This is an optimization exercise on Yosys and OpenROAD, whose aim is small area, a short achievable clock period and few clock cycles, not a production implementation. Where RTL was checked, it was by simulation tests only, not by an equivalence proof against the original. Power is estimated from default activity; no workload was simulated.

Design qsc_encoder, start of the top module:
module qsc_encoder (
    input  wire        clk,
    input  wire        rst,
    input  wire        cmd_valid,
    output wire        cmd_ready,
    input  wire [5:0]  cmd_width_m1,
    input  wire [5:0]  cmd_lines_m1,
    input  wire        cmd_hist_reset,
    input  wire        in_valid,
    output wire        in_ready,
    input  wire [7:0]  in_pix,
    output wire        out_valid,
    input  wire        out_ready,
    output wire [7:0]  out_data,
    output wire        done,
    output wire [14:0] nbytes
);
Size: about 4400 cells after synthesis, ~1100 flip-flops, ~53 I/O pins, roughly 48000 um2 of cells after synthesis.
clock: 12.0 ns
lec_check: 0
abc_area: 1
cap_margin: 5
core_margin: 2
core_utilization: 65
cts_buf_list: sky130_fd_sc_hd__clkbuf_16
cts_cluster_diameter: 80
cts_cluster_size: 24
slew_margin: 5
standard.sh (not shown) runs the stock make flow with config.mk's settings and CLKGATE_MAP_FILE= SYNTH_SCRIPT=/design/flow/synth_recipe.tcl, a recipe that flattens the netlist after the stock synthesis.
==> flow/flow/run.sh <==
#!/bin/bash
# The standard layout, with two changes to how it is made:
#  - the port buffers are buf_4 cells instead of the resizer's default choice
#    (a slow delay buffer);
#  - repair_timing is asked for more setup slack than the period needs, so
#    that it sizes the paths for a shorter achieved period.
# The clock period and all constraints are the design's own.
bash standard.sh "BUFFER_PORTS_ARGS=-buffer_cell sky130_fd_sc_hd__buf_4" SETUP_SLACK_MARGIN=8.7 finish > standard.log 2>&1
==> next run, changes <==
--- a/flow/design.v
+++ b/flow/design.v
@@ -288,26 +288,26 @@
     always @(posedge clk) begin
         if (rst)      v2 <= 1'b0;
         else if (adv) v2 <= v1;
         if (adv) begin
             runf2 <= r_one ? 8'h80 : r_zero ? {1'b0, cnt_sh} : 8'h00;
             rq2   <= {1'b0, runl} + (regv ? qsel : 5'd0);
             rqf2  <= {2'b0, runl} + (regv ? lsel : 6'd0);
             fld2  <= !regv ? 9'd0 : esc ? {1'b1, m1} : {1'b1, m_sh};
             flen2 <= !regv ? 4'd0 : esc ? 4'd9 : ({1'b0, k_cur} + 4'd1);
             end2  <= f1_end;
         end
     end
-    localparam OW = 32;      
-    localparam TH = 24;      
+    localparam OW = 40;      
+    localparam TH = 32;      
     reg [OW-1:0] obuf;
     reg [5:0]  fill;
     reg        pend;
     reg [8:0]  pfld;
     reg [3:0]  pflen;
     reg        pend_end;
     reg        closing;
     reg        done_r;
     reg        ov;
     reg [14:0] nbc;
     wire        can_acc = (fill < TH) && !pend && !closing;
     wire        take_c  = v2 && can_acc;
After rerunning:
- The new run completed with no timing, DRC or antenna violations
- setup slack improves by 0.016 ns
- global-route usage increases by 0.61 points
- count of clock-buffer cells in the layout stays the same
- design area increases by about 0.5%
- total power decreases by 1.3%
- maximum frequency increases by about 0.45%
- clock skew increases by 0.019 ns
No run of this note included a check of the RTL's function; only the layout flow was run.

* * *

qsc_encoder, a different RTL version from the one above (not shown whole).
For scale: ~4200 cells after synthesis, ~53 I/O pins, about 0.047 mm² of cells after synthesis.
export LEC_CHECK = 0
export ABC_AREA = 1
export CAP_MARGIN = 5
export CORE_MARGIN = 2
export CORE_UTILIZATION = 65
export CTS_BUF_LIST = sky130_fd_sc_hd__clkbuf_16
export CTS_CLUSTER_DIAMETER = 80
export CTS_CLUSTER_SIZE = 24
export SLEW_MARGIN = 5
export TNS_END_PERCENT = 10
create_clock -name core_clock -period 12.0 [get_ports {clk}]
Scripts as last shown in full above: flow/flow/run.sh
Testbench counts at the start, summed over its fixed seeds: cycles 139,132.
Rerun with:
--- a/flow/design.v
+++ b/flow/design.v
@@ -248,76 +248,70 @@
     reg [13:0] ahi;
     reg        alo;
     always @(*)
         for (kk = 0; kk < 7; kk = kk + 1) begin
             ahi    = a1 >> kk;
             alo    = |(a1 & ~(14'h3fff << kk));
             ge[kk] = !((ahi[13:6] != 8'd0) || (ahi[5:0] > n1) || (ahi[5:0] == n1 && alo));
         end
     wire [7:0] koh = {~ge[6], ge[6:1] & ~ge[5:0], ge[0]};
     wire [2:0] k_cur = {|koh[7:4], |{koh[7:6], koh[3:2]}, |{koh[7], koh[5], koh[3], koh[1]}};
-    reg  [4:0] qz_k  [0:7];
-    reg  [5:0] len_k [0:7];
-    reg  [7:0] esc_k;
-    reg  [4:0] qsel;
-    reg  [5:0] lsel;
+    reg  [7:0] q_cur;
     reg  [7:0] m_sh;
-    reg  [7:0] mk;
+    reg  [7:0] esc_k;
     always @(*) begin
-        qsel = 5'd0;
-        lsel = 6'd0;
-        m_sh = 8'd0;
+        q_cur = 8'd0;
+        m_sh  = 8'd0;
         for (kk = 0; kk < 8; kk = kk + 1) begin
-            mk         = m1 >> kk;
-            esc_k[kk]  = (kk < 4) && (mk >= 8'd23);
-            qz_k[kk]   = esc_k[kk] ? 5'd23 : mk[4:0];
-            len_k[kk]  = esc_k[kk] ? 6'd32 : ({1'b0, mk[4:0]} + kk + 1);
-            qsel       = qsel | ({5{koh[kk]}} & qz_k[kk]);
-            lsel       = lsel | ({6{koh[kk]}} & len_k[kk]);
-            m_sh       = m_sh | ({8{koh[kk]}} & (m1 << (8 - kk)));
+            esc_k[kk] = (kk < 4) && ((m1 >> kk) >= 8'd23);
+            q_cur     = q_cur | ({8{koh[kk]}} & (m1 >> kk));
+            m_sh      = m_sh | ({8{koh[kk]}} & (m1 << (8 - kk)));
         end
     end
     wire esc = |(koh & esc_k);
     wire [3:0] runl = r_one ? 4'd1 : r_zero ? ({1'b0, jr} + 4'd1) : 4'd0;
+    wire [3:0] flen = !regv ? 4'd0 : esc ? 4'd9 : ({1'b0, k_cur} + 4'd1);
     reg        v2;
     reg [7:0]  runf2;
-    reg [4:0]  rq2;           
-    reg [5:0]  rqf2;          
+    reg [3:0]  runl2;         
+    reg [4:0]  q2;            
+    reg [4:0]  rlfl2;         
     reg [8:0]  fld2;
     reg [3:0]  flen2;
     reg        end2;
     always @(posedge clk) begin
         if (rst)      v2 <= 1'b0;
         else if (adv) v2 <= v1;
         if (adv) begin
             runf2 <= r_one ? 8'h80 : r_zero ? {1'b0, cnt_sh} : 8'h00;
-            rq2   <= {1'b0, runl} + (regv ? qsel : 5'd0);
-            rqf2  <= {2'b0, runl} + (regv ? lsel : 6'd0);
+            runl2 <= runl;
+            q2    <= !regv ? 5'd0 : esc ? 5'd23 : q_cur[4:0];
+            rlfl2 <= {1'b0, runl} + {1'b0, flen};
             fld2  <= !regv ? 9'd0 : esc ? {1'b1, m1} : {1'b1, m_sh};
-            flen2 <= !regv ? 4'd0 : esc ? 4'd9 : ({1'b0, k_cur} + 4'd1);
+            flen2 <= flen;
             end2  <= f1_end;
         end
     end
     reg [23:0] obuf;
     reg [5:0]  fill;
     reg        pend;
     reg [8:0]  pfld;
     reg [3:0]  pflen;
     reg        pend_end;
     reg        closing;
     reg        done_r;
     reg        ov;
     reg [14:0] nbc;
     wire        can_acc = (fill < 6'd16) && !pend && !closing;
     wire        take_c  = v2 && can_acc;
-    wire [5:0]  pz      = fill + {1'b0, rq2};                   
-    wire [6:0]  fe_t    = {1'b0, fill} + {1'b0, rqf2};
+    wire [5:0]  pz      = fill + {2'b0, runl2} + {1'b0, q2};    
+    wire [6:0]  fe_t    = {1'b0, fill} + {2'b0, q2} + {2'b0, rlfl2};
     wire [6:0]  fe_p    = {1'b0, fill} + {3'b0, pflen};
     wire        fits_t  = (fe_t <= 7'd24);
     wire        fits_p  = (fe_p <= 7'd24);
     wire [8:0]  f_src   = pend ? pfld : fld2;
     wire [5:0]  f_pos   = pend ? fill : pz;
     wire        f_fits  = pend ? fits_p : fits_t;
     wire [23:0] ins_r   = take_c ? ({runf2, 16'd0} >> fill[3:0]) : 24'd0;
     wire [23:0] ins_f   = (take_c || pend) ? ({f_src, 15'd0} >> f_pos) : 24'd0;
     wire        cmpl    = take_c ? fits_t : (pend && fits_p);    
     wire        c_end   = pend ? pend_end : end2;
The new run finished with timing, DRC and antenna clean.
Non-clock buffer count rises by 38.
Register-to-register slack gains 0.03 ns.
Global-route usage decreases by 1.1 points.
Design area rose by 0.41%.
Via count falls by about 2.6%.
Total power rises by about 2%.
Worst setup slack gets better by 0.042 ns.
Worst hold slack gets worse by 0.0069 ns.
Utilization goes up by 1.4 points.
Synthesized area came out lower by 1.0%.
Clock power falls by about 2%.
Testbench counts after the change, summed over its fixed seeds: cycles 139,132.

* * *

== before ==
Another version of the RTL of qsc_encoder (not shown whole).
Size: about 4300 cells after synthesis, ~1100 flip-flops, about 47000 um^2 of cells after synthesis.
## qsc_encoder
module qsc_encoder (
    input  wire        clk,
    input  wire        rst,
    input  wire        cmd_valid,
    output wire        cmd_ready,
    input  wire [5:0]  cmd_width_m1,
    input  wire [5:0]  cmd_lines_m1,
    input  wire        cmd_hist_reset,
    input  wire        in_valid,
    output wire        in_ready,
    input  wire [7:0]  in_pix,
    output wire        out_valid,
    input  wire        out_ready,
    output wire [7:0]  out_data,
    output wire        done,
    output wire [14:0] nbytes
);
==> flow/config.mk <==
export PLATFORM = sky130hd
export DESIGN_NAME = qsc_encoder
export DESIGN_NICKNAME = qsc_encoder
export VERILOG_FILES = /design/flow/design.v
export SDC_FILE = /design/flow/constraint.sdc
export NUM_CORES = 4
export LEC_CHECK = 0
export ABC_AREA = 1
export CAP_MARGIN = 5
export CORE_MARGIN = 2
export CORE_UTILIZATION = 65
export CTS_BUF_LIST = sky130_fd_sc_hd__clkbuf_16
export CTS_CLUSTER_DIAMETER = 80
export CTS_CLUSTER_SIZE = 24
export SLEW_MARGIN = 5
==> flow/constraint.sdc <==
create_clock -name core_clock -period 12.0 [get_ports {clk}]
set_input_delay 2.4000 -clock core_clock [delete_from_list [all_inputs] [get_ports {clk}]]
set_output_delay 2.4000 -clock core_clock [all_outputs]
set_load 0.01 [all_outputs]
Scripts as last shown in full above: flow/flow/run.sh
Input-level comparison between after and before:
--- a/flow/design.v
+++ b/flow/design.v
@@ -20,18 +20,18 @@
     reg in_rdy;
     reg cmd_rdy;
     reg        active;
     reg [5:0]  cur_w, cur_l;
     reg        cur_hr;
     reg [5:0]  j, ln;
     wire last_j  = (j == cur_w);
     wire last_l  = (ln == cur_l);
-    wire cmd_acc = cmd_valid && !active;          
-    wire take    = in_valid && active && adv;     
+    wire cmd_acc = cmd_valid && cmd_rdy;
+    wire take    = in_valid && in_rdy;
     wire blk_out = take && last_j && last_l;      
     assign cmd_ready = cmd_rdy;
     assign in_ready  = in_rdy;
     wire active_nx = cmd_acc || (active && !blk_out);
     always @(posedge clk) begin
         if (rst) begin
             active <= 1'b0;
             j      <= 6'd0;
@@ -301,19 +301,17 @@
     reg [5:0]  fill;
     reg        pend;
     reg [8:0]  pfld;
     reg [3:0]  pflen;
     reg        pend_end;
     reg        closing;
     reg        done_r;
     reg        ov;
-    reg [14:0] nbc;           
-    reg [14:0] nb_o;          
-    reg [7:0]  od;            
+    reg [14:0] nbc;
     wire        can_acc = (fill < 6'd16) && !pend && !closing;
     wire        take_c  = v2 && can_acc;
     wire [5:0]  pz      = fill + {1'b0, rq2};                   
     wire [6:0]  fe_t    = {1'b0, fill} + {1'b0, rqf2};
     wire [6:0]  fe_p    = {1'b0, fill} + {3'b0, pflen};
     wire        fits_t  = (fe_t <= 7'd24);
     wire        fits_p  = (fe_p <= 7'd24);
     wire [8:0]  f_src   = pend ? pfld : fld2;
@@ -323,71 +321,68 @@
     wire [23:0] ins_f   = (take_c || pend) ? ({f_src, 15'd0} >> f_pos) : 24'd0;
     wire        cmpl    = take_c ? fits_t : (pend && fits_p);    
     wire        c_end   = pend ? pend_end : end2;
     wire [5:0]  fa_t    = end2 ? {fe_t[5:3] + {2'b0, |fe_t[2:0]}, 3'd0} : fe_t[5:0];
     wire [5:0]  fa_p    = pend_end ? {fe_p[5:3] + {2'b0, |fe_p[2:0]}, 3'd0} : fe_p[5:0];
     wire [5:0]  fill_i  = take_c ? (fits_t ? fa_t : pz) :
                           pend   ? (fits_p ? fa_p : fill) : fill;
     wire [23:0] obuf_i  = obuf | ins_r | ins_f;
-    wire        byte_hs = (fill[5:3] != 3'd0) && out_ready;    
-    wire [23:0] obuf_nx = byte_hs ? {obuf_i[15:0], 8'd0} : obuf_i;
+    wire        byte_hs = ov && out_ready;
     wire [5:0]  fill_nx = byte_hs ? {fill_i[5:3] - 3'd1, fill_i[2:0]} : fill_i;
     wire        pend_nx = take_c ? !fits_t : (pend && !fits_p);
     wire        last_b  = closing && (fill == 6'd8);
     wire        clos_nx = (last_b && byte_hs) ? 1'b0 : (cmpl && c_end) ? 1'b1 : closing;
     wire        v2_nx   = adv ? v1 : v2;
     wire        acc_0   = take_c ? (fits_t && !end2 && fe_t < 7'd16) :
                           pend   ? (fits_p && !pend_end && fe_p < 7'd16) :
                                    (fill < 6'd16 && !closing);
     wire        acc_1h  = take_c ? (fits_t && !end2 && fe_t < 7'd24) :
                           pend   ? (fits_p && !pend_end && fe_p < 7'd24) :
                                    (fill < 6'd24 && !(closing && !last_b));
     wire        acc_1   = ov ? acc_1h : acc_0;
     wire        adv_0   = !(v2_nx && !acc_0);
     wire        adv_1   = !(v2_nx && !acc_1);
     wire        adv_nx  = out_ready ? adv_1 : adv_0;
     wire        act_0   = cmd_acc || active;
-    wire        act_1   = cmd_acc || (active && !(adv && last_j && last_l));
+    wire        act_1   = cmd_acc || (active && !(in_rdy && last_j && last_l));
     wire        act_nx  = in_valid ? act_1 : act_0;
     wire        rdy_00  = act_0 && adv_0;
     wire        rdy_01  = act_0 && adv_1;
     wire        rdy_10  = act_1 && adv_0;
     wire        rdy_11  = act_1 && adv_1;
     wire        rdy_nx  = in_valid ? (out_ready ? rdy_11 : rdy_10) : (out_ready ? rdy_01 : rdy_00);
     wire [14:0] nbc_inc = nbc + 15'd1;
     assign out_valid = ov;
-    assign out_data  = od;
+    assign out_data  = obuf[23:16];
     assign done      = done_r;
-    assign nbytes    = nb_o;
+    assign nbytes    = nbc;
     always @(posedge clk) begin
         if (rst) begin
             obuf    <= 24'd0;
             fill    <= 6'd0;
             pend    <= 1'b0;
             closing <= 1'b0;
             done_r  <= 1'b0;
             ov      <= 1'b0;
             nbc     <= 15'd0;
             adv     <= 1'b1;
             in_rdy  <= 1'b0;
             cmd_rdy <= 1'b1;
         end else begin
-            obuf    <= obuf_nx;
+            obuf    <= byte_hs ? {obuf_i[15:0], 8'd0} : obuf_i;
             fill    <= fill_nx;
             pend    <= pend_nx;
             ov      <= (fill_nx >= 6'd8);
             done_r  <= last_b && byte_hs;
             closing <= clos_nx;
-            nbc     <= (last_b && byte_hs) ? 15'd0 : byte_hs ? nbc_inc : nbc;
+            nbc     <= done_r ? 15'd0 : byte_hs ? nbc_inc : nbc;
             adv     <= adv_nx;
             in_rdy  <= rdy_nx;
             cmd_rdy <= !act_nx;
         end
-        nb_o <= nbc_inc;
-        od   <= (fill_nx >= 6'd8) ? obuf_nx[23:16] : 8'd0;
         if (take_c) begin
             pfld     <= fld2;
             pflen    <= flen2;
             pend_end <= end2;
         end
     end
 endmodule
Notes after the runs:
Via count on after is down relative to before.
Summary of after over before: total number of nets in the final design fell by about 1.4%; top fanout value on the critical path rose by 1; sequential cell count fell by 2.1%; fraction of met2 tracks used by global routing fell by 0.45 points.
Diff before -> after: number of synthesized register bits shows a reduction of 23; worst setup slack higher; number of global-route vias before repair increased by 383 relative to the old numbers; post-synthesis to final-layout area growth moved down; post-layout instance count excluding filler cells saw a decrease.
Comparing after and before, maximum number of pins on one net before global-route repair is higher on before.
As of after, power of the combinational group had fallen by more than 10% compared to before.
Testbench counts of after, summed over its fixed seeds: cycles 139,132.
No functional check of the RTL was part of before.

[what the ideal ports hide]
Ports are ideal in the flow. The routed layouts listed here were re-timed in OpenROAD.
Step 1: set_driving_cell puts a clkbuf_16 on clk and a buf_2 on each other input, an assumption about the parent block.
Step 2 moves the port delays by t, midway between the first and last clock arrival at a register: inputs arrive t later, outputs are due t later. That takes back most of the time a late clock gives input paths.
Three values: ideal ports, drivers, drivers and shift; two values: the first two.
run | t (ns) | setup WS [ns] | worst setup path at the end | worst data-port slew with drivers (ns)
the first run of note 1 | 0.718 | 8.470 / 8.400 / 8.113 | input to register | 0.05
the second run of note 1 | 0.726 | 8.486 / 8.417 / 8.003 | input to register | 0.05
the first run of note 2 | 0.714 | 8.437 / 8.367 / 7.960 | input to register | 0.04
the second run of note 2 | 0.714 | 8.479 / 8.411 / 8.035 | input to register | 0.05
before | 0.728 | 8.481 / 8.412 / 8.061 | input to register | 0.05
after | 0.706 | 8.488 / 8.415 / 8.072 | input to register | 0.09
After both steps every run listed still meets setup and hold. The setup slack of the second run of note 1, which loses most, moves by -0.069 ns with the drivers and by -0.483 ns with both steps.
